This design comes from an exercise in tuning for small area, a short achievable clock period and few clock cycles per item on the open sky130 flow, not from production work.
For this run, only the layout was checked, not whether the RTL still works.
Power is estimated from default activity; no workload was simulated.

## design/flow/config.mk

```make
export PLATFORM = sky130hd
export DESIGN_NAME = lath_eval
export DESIGN_NICKNAME = lath_eval
export VERILOG_FILES = /design/flow/design.v
export SDC_FILE = /design/flow/constraint.sdc
export NUM_CORES = 4
export LEC_CHECK = 0
export ABC_AREA = 1
export CAP_MARGIN = 20
export CORE_MARGIN = 2
export CORE_UTILIZATION = 60
export PLACE_DENSITY = 0.75
export SLEW_MARGIN = 20
```

## design/flow/constraint.sdc

```tcl
create_clock -name core_clock -period 11.0 [get_ports {clk}]
set_input_delay 2.2000 -clock core_clock [delete_from_list [all_inputs] [get_ports {clk}]]
set_output_delay 2.2000 -clock core_clock [all_outputs]
set_load 0.01 [all_outputs]
```

## design/flow/design.v

```verilog
module lath_eval (
    input  wire        clk,
    input  wire        rst,
    input  wire [31:0] origin_x,       
    input  wire [31:0] origin_y,       
    input  wire [31:0] pitch_x,        
    input  wire [31:0] pitch_y,        
    input  wire [31:0] lath_pitch,     
    input  wire [31:0] phase_offset,   
    input  wire [15:0] slant_num,      
    input  wire [15:0] slant_den,      
    input  wire        in_valid,
    output wire        in_ready,
    input  wire [13:0] px,
    input  wire [12:0] py,
    input  wire [1:0]  stripe,
    input  wire [15:0] corr,           
    output reg         out_valid,
    output wire [6:0]  v,
    output reg  [31:0] m,
    output reg  [15:0] corr_o,
    output wire [47:0] xo,             
    output wire [47:0] yo              
);
    reg [31:0] lp_r;
    reg [33:0] lp3_r;                  
    reg [34:0] pol_r;                  
    reg [15:0] den_r;
    reg [29:0] ox_r, oy_r;
    reg [18:0] ptx_r, pty_r;
    wire [33:0] lp3_s;
    wire [34:0] pol_s;
    wire        lp3_co, pol_co;
    add_sk #(34) u_lp3 (.a({2'b0, lp_r}), .b({1'b0, lp_r, 1'b0}), .cin(1'b0), .s(lp3_s), .co(lp3_co));
    add_sk #(35) u_pol (.a({3'b0, phase_offset}), .b({1'b0, lp_r, 2'b00}), .cin(1'b0), .s(pol_s), .co(pol_co));
    always @(posedge clk) begin
        lp_r  <= lath_pitch;
        lp3_r <= lp3_s;
        pol_r <= pol_s;
        den_r <= slant_den;
        ox_r  <= origin_x[29:0];
        oy_r  <= origin_y[29:0];
        ptx_r <= pitch_x[18:0];
        pty_r <= pitch_y[18:0];
    end
    reg  lnz;                          
    always @(posedge clk) lnz <= |lath_pitch;
    reg        a_free;
    reg        f_prei, f_pre, f_pk, f_pka, f_pkw, f_kml, f_h0, f_h, f_p, f_c, f_done;
    reg [5:0]  a_cnt;
    reg        a_last;                 
    reg        pvalid;                 
    reg        acin_r;                 
    reg        rk;                     
    reg        rb;                     
    reg        b_busy;
    reg        b_pre;
    reg [4:0]  b_cnt;
    reg        b_last;                 
    reg        b_mcap;                 
    reg        b_vst;                  
    reg        o_org, o_pass, o_dbl, o_x2, o_xadd, o_yadd;
    reg        bl_r;                   
    reg        rdy_r;                  
    reg        f_hb;                   
    reg [46:0] ay_r;                   
    wire b_load   = bl_r;
    wire a_ready  = rdy_r;
    assign in_ready = rdy_r;
    wire accept   = in_valid & a_ready;
    wire b_loadk  = f_pka;             
    wire b_any    = b_load | b_loadk;
    wire b_run    = b_busy & ~b_pre;   
    wire inflight_n = accept | (~a_free & ~b_load) | b_load | (b_busy & ~b_last);
    wire f_c_n    = f_p;
    wire f_done_n = (f_c | f_done) & ~b_load;
    wire b_busy_n = b_any | (b_busy & ~b_last);
    wire b_last_n = ~b_any & b_busy & (b_cnt == 5'd14);
    wire bl_n     = (f_c_n | f_done_n) & (~b_busy_n | b_last_n);
    wire a_free_n = (a_free | b_load) & ~in_valid;
    reg [13:0] pxa;
    reg [1:0]  sta;
    reg [12:0] pya;                    
    reg [15:0] corra;
    reg [46:0] acc;                    
    reg [15:0] rr;                     
    reg [1:0]  cq;                     
    reg [40:0] kq;                     
    reg [15:0] krem;
    wire [15:0] r_add  = ({16{rk}} & krem) | {15'd0, rb};
    wire [18:0] r_x    = {2'b0, rr, 1'b0};
    wire [18:0] r_y    = {3'b0, r_add};
    wire [18:0] r_z1   = ~{3'b0, den_r};
    wire [18:0] r_z2   = ~{2'b0, den_r, 1'b0};
    wire [18:0] r_t, r_s1, r_s2;
    wire        r_co0, r_co1, r_co2;
    add_sk #(19) u_rt  (.a(r_x), .b(r_y), .cin(1'b0), .s(r_t), .co(r_co0));
    add_sk #(19) u_rs1 (.a(r_x ^ r_y ^ r_z1),
                        .b({(r_x[17:0] & r_y[17:0]) | (r_x[17:0] & r_z1[17:0]) | (r_y[17:0] & r_z1[17:0]), 1'b1}),
                        .cin(1'b0), .s(r_s1), .co(r_co1));
    add_sk #(19) u_rs2 (.a(r_x ^ r_y ^ r_z2),
                        .b({(r_x[17:0] & r_y[17:0]) | (r_x[17:0] & r_z2[17:0]) | (r_y[17:0] & r_z2[17:0]), 1'b1}),
                        .cin(1'b0), .s(r_s2), .co(r_co2));
    wire        c1     = ~r_s2[18];
    wire        c0     = ~c1 & ~r_s1[18];
    wire [15:0] r_next = c1 ? r_s2[15:0] : (c0 ? r_s1[15:0] : r_t[15:0]);
    wire nx_h0    = (accept & pvalid) | f_kml;
    wire [13:0] pxa_n = a_ready ? px : pxa;
    wire [1:0]  sta_n = a_ready ? stripe : sta;
    wire nx_yk    = (f_h0 | (f_h & ~a_last)) & pya[12];
    wire [46:0] ay_n = ({47{nx_h0}} & ~({33'd0, pxa_n} << 11))
                     | ({47{nx_yk}} & {15'd0, kq[31:0]})
                     | ({47{f_h & a_last}} & {12'd0, pol_r})
                     | ({47{f_p}}  & {{19{corra[15]}}, corra, 12'd0})
                     | ({47{f_pk}} & {1'b0, lp_r, 14'd0});
    wire [46:0] ay   = ay_r;
    wire        acin = acin_r;
    wire [46:0] hsel = {{23{f_hb}}, {24{f_h}}};
    wire [46:0] ax   = (hsel & {acc[45:0], cq[0]}) | (~hsel & acc);
    wire        ax0  = ax[0];
    wire        as0  = ax0 ^ ay[0] ^ acin;
    wire        ak1  = (ax0 & ay[0]) | (ax0 & acin) | (ay[0] & acin) | (f_h & cq[1]);
    wire [45:0] ahi;
    wire        a_co;
    add_sk #(46) u_acc (.a(ax[46:1]), .b(ay[46:1]), .cin(ak1), .s(ahi), .co(a_co));
    wire [46:0] asum = {ahi, as0};
    wire [15:0] nsn  = ~slant_num + 16'd1;             
    wire        nsg  = ~slant_num[15] & (|slant_num);  
    reg [31:0] br;                     
    reg [21:0] bq;                     
    reg [11:0] pxb;
    reg [11:0] pyb;
    reg [7:0]  vq;
    reg [39:0] xacc, yacc;
    reg [31:0] m_r;
    reg [15:0] corr_r;
    wire [33:0] bt  = {br, bq[21:20]};
    wire [34:0] bs1, bs2, bs3;
    wire        bc1, bc2, bc3;
    add_sk #(35) u_bs1 (.a({1'b0, bt}), .b(~{3'b0, lp_r}), .cin(1'b1), .s(bs1), .co(bc1));
    add_sk #(35) u_bs2 (.a({1'b0, bt}), .b(~{2'b0, lp_r, 1'b0}), .cin(1'b1), .s(bs2), .co(bc2));
    add_sk #(35) u_bs3 (.a({1'b0, bt}), .b(~{1'b0, lp3_r}), .cin(1'b1), .s(bs3), .co(bc3));
    wire        g3  = ~bs3[34];
    wire        g2  = ~bs2[34];
    wire        g1  = ~bs1[34];
    wire [31:0] b_next = g3 ? bs3[31:0] : (g2 ? bs2[31:0] : (g1 ? bs1[31:0] : bt[31:0]));
    wire        qh  = g2;
    wire        ql  = g3 | (g1 & ~g2);
    wire [39:0] xx   = ({40{o_dbl}} & {xacc[38:0], 1'b0}) | ({40{o_pass}} & xacc)
                     | ({40{o_x2}} & {20'd0, ptx_r, 1'b0});
    wire [39:0] yx   = ({40{o_dbl}} & {yacc[38:0], 1'b0}) | ({40{o_pass}} & yacc);
    wire [39:0] xy   = ({40{o_org}} & {{10{ox_r[29]}}, ox_r}) | ({40{o_xadd}} & {21'd0, ptx_r});
    wire [39:0] yy   = ({40{o_org}} & {{10{oy_r[29]}}, oy_r}) | ({40{o_yadd}} & {21'd0, pty_r});
    wire [39:0] xsum, ysum;
    wire        x_co, y_co;
    add_sk #(40) u_xo (.a(xx), .b(xy), .cin(1'b0), .s(xsum), .co(x_co));
    add_sk #(40) u_yo (.a(yx), .b(yy), .cin(1'b0), .s(ysum), .co(y_co));
    assign v  = vq[7:1];
    assign xo = {{8{xacc[39]}}, xacc};
    assign yo = {{8{yacc[39]}}, yacc};
    always @(*) begin
        m      = m_r;
        corr_o = corr_r;
    end
    always @(posedge clk) begin
        if (b_any) begin
            br <= {7'd0, asum[46:22]};
            bq <= asum[21:0];
        end else begin
            br <= b_next;
            bq <= {bq[19:0], 2'b00};
        end
        if (b_mcap) begin
            m_r    <= b_next & {32{lnz}};
        end
        if (b_vst)
            vq <= {vq[5:0], qh & lnz, ql & lnz};
        xacc <= xsum;
        yacc <= ysum;
        if (o_dbl) begin
            pxb <= {pxb[10:0], 1'b0};
            pyb <= {pyb[10:0], 1'b0};
        end
        if (b_load) begin
            pxb   <= pxa[11:0];
            pyb   <= pya[11:0];
            corr_r <= corra & {16{lnz}};
        end
    end
    always @(posedge clk) begin
        if (a_ready) begin
            pxa   <= px;
            sta   <= stripe;
            pya   <= py;
            corra <= corr;
            rr    <= 16'd0;
        end
        if (f_prei) begin
            kq <= {nsn, 24'd0, nsg};
            rr <= nsg ? den_r - 16'd1 : 16'd0;
        end
        if (f_pre) begin
            kq <= {kq[39:0], c0};
            rr <= r_next;
            if (a_last) begin
                krem <= r_next;
                rr   <= 16'd0;
            end
        end
        if (f_pk)
            acc <= {{6{kq[40]}}, kq};                    
        else if (nx_h0)
            acc <= {20'd0, pxa_n, sta_n, 11'd0};         
        else
            acc <= asum;
        ay_r <= ay_n;
        if (f_kml)
            kq <= {9'd0, m_r};
        if (f_h0 | (f_h & ~a_last)) begin
            rr  <= r_next;
            cq  <= {c1, c0};
            pya <= {pya[11:0], pya[12]};
        end
    end
    always @(posedge clk) begin
        if (rst) begin
            a_free <= 1'b1;
            bl_r   <= 1'b0;
            rdy_r  <= 1'b1;
            f_hb   <= 1'b0;
            {f_prei, f_pre, f_pk, f_pka, f_pkw, f_kml, f_h0, f_h, f_p, f_c, f_done} <= 11'd0;
            a_cnt  <= 6'd0;
            a_last <= 1'b0;
            pvalid <= 1'b0;
            acin_r <= 1'b0;
            rk     <= 1'b0;
            rb     <= 1'b0;
            b_busy <= 1'b0;
            b_pre  <= 1'b0;
            b_cnt  <= 5'd0;
            {b_last, b_mcap, b_vst} <= 3'd0;
            {o_org, o_dbl, o_x2, o_xadd, o_yadd} <= 5'd0;
            o_pass <= 1'b1;
            out_valid <= 1'b0;
        end else begin
            bl_r   <= bl_n;
            rdy_r  <= a_free_n | bl_n;
            f_hb   <= f_h0 | (f_hb & ~a_last);
            if (f_prei) begin
                f_prei <= 1'b0;
                f_pre  <= 1'b1;
            end
            if (f_pre & a_last) begin
                f_pre <= 1'b0;
                f_pk  <= 1'b1;
            end
            if (f_pk) begin
                f_pk  <= 1'b0;
                f_pka <= 1'b1;
            end
            if (f_pka) begin
                f_pka <= 1'b0;
                f_pkw <= 1'b1;
            end
            if (f_pkw & b_mcap) begin
                f_pkw <= 1'b0;
                f_kml <= 1'b1;
            end
            if (f_kml) begin
                f_kml  <= 1'b0;
                f_h0   <= 1'b1;
                pvalid <= 1'b1;
            end
            if (f_h0) begin
                f_h0 <= 1'b0;
                f_h  <= 1'b1;
            end
            if (f_h & a_last) begin
                f_h <= 1'b0;
                f_p <= 1'b1;
            end
            if (f_p) begin
                f_p <= 1'b0;
                f_c <= 1'b1;
            end
            if (f_c) begin
                f_c    <= 1'b0;
                f_done <= 1'b1;
            end
            if (b_load) begin
                f_done <= 1'b0;
                a_free <= 1'b1;
            end
            if (accept) begin
                a_free <= 1'b0;
                f_prei <= ~pvalid;
                f_h0   <= pvalid;
            end
            if (f_prei | f_h0)
                a_cnt <= 6'd0;
            else
                a_cnt <= a_cnt + 6'd1;
            a_last <= (f_pre & (a_cnt == 6'd38)) | (f_h & (a_cnt == 6'd11));
            acin_r <= (accept & pvalid) | f_kml | (f_h & a_last & (|rr));
            rk     <= (accept & pvalid & py[12]) | (f_kml & pya[12]) |
                      ((f_h0 | (f_h & (a_cnt <= 6'd10))) & pya[11]);
            rb     <= (f_prei & nsn[15]) | (f_pre & ~a_last & kq[39]);
            out_valid <= ~b_any & b_busy & ~b_pre & (b_cnt == 5'd14);
            if (b_any) begin
                b_busy <= 1'b1;
                b_pre  <= b_loadk;
                b_cnt  <= 5'd0;
            end else if (b_busy) begin
                b_cnt <= b_cnt + 5'd1;
                if (b_last)
                    b_busy <= 1'b0;
            end
            b_last  <= ~b_any & b_busy & (b_cnt == 5'd14);
            b_mcap  <= ~b_any & b_busy & (b_cnt == 5'd9);
            b_vst   <= ~b_any & b_busy & (b_cnt >= 5'd10) & (b_cnt <= 5'd13);
            o_x2    <= b_load & pxa[13];
            o_org   <= ~b_any & b_run & (b_cnt == 5'd4);
            o_dbl   <= ~b_any & b_run & (b_cnt <= 5'd13) & (b_cnt != 5'd4);
            o_pass  <= ~(b_load | (~b_any & b_run & (b_cnt <= 5'd13))) |
                       (~b_any & b_run & (b_cnt == 5'd4));
            o_xadd  <= b_load ? pxa[12] :
                       (~b_any & b_run & (b_cnt <= 5'd13) & (b_cnt != 5'd4) &
                        ((b_cnt == 5'd13) | (o_dbl ? pxb[10] : pxb[11])));
            o_yadd  <= b_load ? pya[12] :
                       (~b_any & b_run & (b_cnt <= 5'd13) & (b_cnt != 5'd4) &
                        ((b_cnt == 5'd13) | (o_dbl ? pyb[10] : pyb[11])));
            if (~inflight_n)
                pvalid <= 1'b0;
        end
    end
endmodule
module add_sk #(parameter W = 32) (
    input  wire [W-1:0] a,
    input  wire [W-1:0] b,
    input  wire         cin,
    output wire [W-1:0] s,
    output wire         co
);
    localparam LV = (W + 1 <= 2)  ? 1 : (W + 1 <= 4)  ? 2 : (W + 1 <= 8)  ? 3 :
                    (W + 1 <= 16) ? 4 : (W + 1 <= 32) ? 5 : (W + 1 <= 64) ? 6 : 7;
    wire [(LV+1)*(W+1)-1:0] g, p;
    assign g[W:0] = {a & b, cin};
    assign p[W:0] = {a ^ b, 1'b0};
    genvar l, i;
    generate
        for (l = 0; l < LV; l = l + 1) begin : lv
            for (i = 0; i <= W; i = i + 1) begin : bt
                if ((i >> l) & 1) begin : c
                    assign g[(l+1)*(W+1)+i] = g[l*(W+1)+i] | (p[l*(W+1)+i] & g[l*(W+1)+(((i>>l)<<l)-1)]);
                    assign p[(l+1)*(W+1)+i] = p[l*(W+1)+i] & p[l*(W+1)+(((i>>l)<<l)-1)];
                end else begin : t
                    assign g[(l+1)*(W+1)+i] = g[l*(W+1)+i];
                    assign p[(l+1)*(W+1)+i] = p[l*(W+1)+i];
                end
            end
        end
    endgenerate
    assign s  = (a ^ b) ^ g[LV*(W+1) +: W];
    assign co = g[LV*(W+1) + W];
endmodule
```

## design/flow/run.sh

```bash
#!/bin/bash
# synth_recipe.tcl (not shown) runs the flow's synth.tcl, then flattens the netlist and writes it again
# the make line also repeats each setting of config.mk as NAME=value (left out here)
make -C /OpenROAD-flow-scripts/flow DESIGN_CONFIG=/design/flow/config.mk WORK_HOME=/design/flow/orfs CLKGATE_MAP_FILE= SYNTH_SCRIPT=/design/flow/synth_recipe.tcl finish
```

==> results.py <==
metrics = {
    "status": {
        "status": "complete, no violations",
    },
    "drt": {
        "drc": 0,
        "routedWlPerCell_um": 17.87,
        "drt_pre_antenna_iters": 6,
        "routed_wl_um": 116300,
        "viasPerCell": 5.552,
        "antenna_left": 0,
        "vias": 36130,
        "drtIter0Drc": 2975,
    },
    "clocking": {
        "tritoncts": "yes",
        "post_cts.repair.setup_buffers": 0,
        "insertion_delay_ns": 0.64,
        "cts_sinks": 687,
        "clk_path_buf_depth": 3,
        "ctsHoldBuffers": 0,
        "root_buffer": "clkbuf_16",
        "path_clk_slew_ns": 0.06,
        "cts_buffers": 78,
        "cts_max_level": 3,
        "ctsResizeCount": 0,
    },
    "yosys": {
        "synth.most_common_cell": "nand2_1",
        "synth_edf_count": 175,
        "netlist_area_sq_mm": 0.04060,
        "ys_types": 64,
        "synth.area.top_cells": "dfxtp_1 (25%), nand2_1 (13%), edfxtp_1 (13%), ha_1 (10%), inv_1 (6.9%)",
        "synthTopCellsByCount": "nand2_1 (1,404), inv_1 (747), dfxtp_1 (512), nand3_1 (411), ha_1 (338)",
        "ys.flop_type": "dfxtp_1",
        "synth.avg_cell_area_sq_um": 7.771,
        "yosys_warnings": 1,
        "synth_top_area_cell": "dfxtp_1",
        "synthCells": 5225,
        "netlist.area_leader.share": 0.2524,
        "ys_ff_latch": 687,
        "syn_nets": 5908,
        "ys_async_sr_fraction": 0,
        "ys_seq_area_frac": 0.3819,
    },
    "critical_path": {
        "criticalPathCategory": "in -> reg",
        "critPathLaunchType": "input port",
        "worst_ep_required_time_ns": 11.52,
        "r2r_cells": 15,
        "end_kind": "register",
        "worstPathArrival_ns": 5.09,
        "crit_fanout": 31,
    },
    "floorplan": {
        "core.rowCount": 95,
        "core_sq_mm": 0.06704,
        "die_area_sq_mm": 0.06977,
        "io_pins": 425,
        "start_util": 0.6057,
        "fp.dieW_um": 264.1,
        "die_h_um": 264.1,
    },
    "sta": {
        "min_period_ns": 4.569,
        "worst_slack_ns": 6.431,
        "fin_skew_ns": 0.02420,
        "worst_pin_slew_ns": 1.152,
        "relSlewSlack": 0.2321,
        "fin_setup_tns_ns": 0,
        "setup_viol": 0,
        "timing.fmax_mhz": 218.9,
        "fin_crit_sh": 0.4154,
        "timing_hold_violations_final": 0,
        "rsz0062_at_grt": "no",
        "final_max_slew_viol_count": 0,
        "holdWs_ns": 0.4245,
    },
    "place": {
        "place_congestion": 0.9657,
        "io_buffers": 394,
        "place_hpwl_um": 87520,
        "place_worst_setup_slack_ns": 5.877,
    },
    "power_and_ir_drop": {
        "switching_share": 0.3891,
        "seqPwrFrac": 0.325,
        "power_density_mw_per_mm2": 218.1,
        "pwr-share-clk": 0.253,
        "leakagePower_nw": 23.54,
        "comb_power_share": 0.422,
        "switchingPower_mw": 4.045,
        "p_int_mw": 6.350,
        "vdd_drop_max_mv": 0.1512,
    },
    "global_routing": {
        "grt_max_degree": 64,
        "grt-ovfl-total": 0,
        "grt_pass1_wl_um": 183100,
        "grt_pass1_vias": 34230,
        "antenna_found_initial": 10,
        "grt_use_total": 0.3303,
    },
    "hold_path": {
        "hold_path_depth": 0,
        "hold_class": "reg -> reg",
    },
    "finish": {
        "nNetsFinal": 6247,
        "final_util": 0.7111,
        "layout-area-overhead-vs-synth_pct": 17.41,
        "drive_gt1_frac": 0.04495,
    },
    "run": {
        "drv_cap": 0,
    },
}
## state kept, by name, summed over array words and instances (netlist names), 16 cells and up
name,flops
acc,47
ay_r,47
bq,22
br,32
corr_r,16
corra,16
den_r,16
kq,41
krem,16
lp3_r,34
lp_r,32
m_r,32
ox_r,30
oy_r,30
pol_r,35
ptx_r,19
pty_r,19
rr,16
xacc,40
yacc,40
## final timing paths
| kind | from | end | slack (ns) |
|---|---|---|---|
| hold reg to reg | vq[0]$_DFFE_PP_ | vq[2]$_DFFE_PP_ | 0.42 |
| setup / recovery | in_valid | ay_r[34]$_DFF_P_ | 6.43 |
| setup reg to reg | rk$_SDFF_PP0_ | rr[13]$_DFFE_PP_ | 6.47 |
| hold / removal | vq[0]$_DFFE_PP_ | vq[2]$_DFFE_PP_ | 0.42 |
## final cells by class
cell class | count | area [sq um]
clock buffer | 118 | 2326
antenna | 6 | 15.01
clock inverter | 27 | 265.3
multi-input combinational | 3619 | 21490
timing repair buffer | 416 | 4116
fill | 5464 | 19360
sequential | 687 | 15510
inverter | 762 | 2864
tap | 873 | 1092
## power groups by stage
stage | clock, mW | sequential, mW | combinational (mW)
2_1_floorplan | 0 | 3.36 | 3.15
3_3_place_gp | 0 | 3.41 | 4.20
3_5_place_dp | 0 | 3.41 | 4.29
4_1_cts | 2.66 | 3.36 | 4.33
5_1_grt | 2.76 | 3.41 | 4.95
6_report | 2.63 | 3.37 | 4.39
## layer usage
layer / GRT usage / vias up / routed length, um
li1: - / 17760 / -
met1: 0.4409 / 16770 / 49550
met2: 0.5412 / 1359 / 53110
met3: 0.05621 / 238 / 9523
met4: 0.1179 / 8 / 4056
met5: 0 / - / 49
## placed cells by master (no fill, tap or decap), types with 33 or more instances in the layout
cell,netlist,layout
nor2_1,248,247
inv_1,747,747
xnor2_1,70,70
xor2_1,119,119
a22o_1,34,34
o22ai_1,72,72
nand2_1,1404,1404
o21ai_0,184,184
nand3b_1,33,33
dfxtp_1,512,508
edfxtp_1,175,175
ha_1,338,338
a21o_1,35,35
o21bai_1,33,33
clkdlybuf4s50_1,0,394
a21oi_1,253,253
nand3_1,411,411
clkbuf_16,0,81
fa_1,73,73
nor3_1,57,57
## worst max-delay path: stages
cell and delay, ns:
clkdlybuf4s50_1 0.64, nand2_1 0.17, inv_1 0.15, nand2_1 0.08, nand2_1 0.06, buf_4 0.38, inv_2 0.28, nand2_1 0.15
clkinv_1 0.60, o211ai_1 0.35
## cells by family after synthesis
| logic type | after synthesis | synth area share |
|---|---|---|
| AOI/OAI and AO/OA | 744 | 0.1110 |
| buffers and inverters | 919 | 0.08927 |
| DFF | 687 | 0.3819 |
| adders and majority gates | 411 | 0.1401 |
| and+or+nand+nor | 2274 | 0.2367 |
| xor gates and xnor gates | 189 | 0.04077 |
| muxes | 1 | 0.0002465 |
## through the flow
stage,std cells,cell area [sq um],power [mW]
after floorplan,5225,40600,6.506
after global placement,6356,45050,7.611
after detailed placement,6356,45050,7.706
after CTS,6501,47640,10.35
after global routing,6508,47670,11.13
final,6508,47670,10.40

==> re-timing with driven ports <==
The flow's constraints put no driver on any port. The routed layout listed below was extracted and timed again, unchanged, in two steps.
Step 1 (the two cells are an assumption about what drives the block):
set clk [get_ports {clk}]
set_driving_cell -lib_cell sky130_fd_sc_hd__clkbuf_16 $clk
set_driving_cell -lib_cell sky130_fd_sc_hd__buf_2 [delete_from_list [all_inputs] $clk]
Step 2 moves the port delays by t, midway between the first and last clock arrival at a register: inputs arrive t later, outputs are due t later. That takes back most of the time a late clock gives input paths.
a / b / c = ideal / step 1 / step 2; a / b = the first two.
shift t [ns]: 0.696
setup WS [ns]: 6.431 / 6.467 / 5.773
worst register clock-pin slew, ns: 0.07 / 0.07
worst slew at a driven data input, ns: 0.13
pins driven straight from the clock port: 1
After both steps this run still meets setup and hold. For this run, drivers alone change the setup slack by +0.036 ns; drivers and shift together by -0.658 ns.
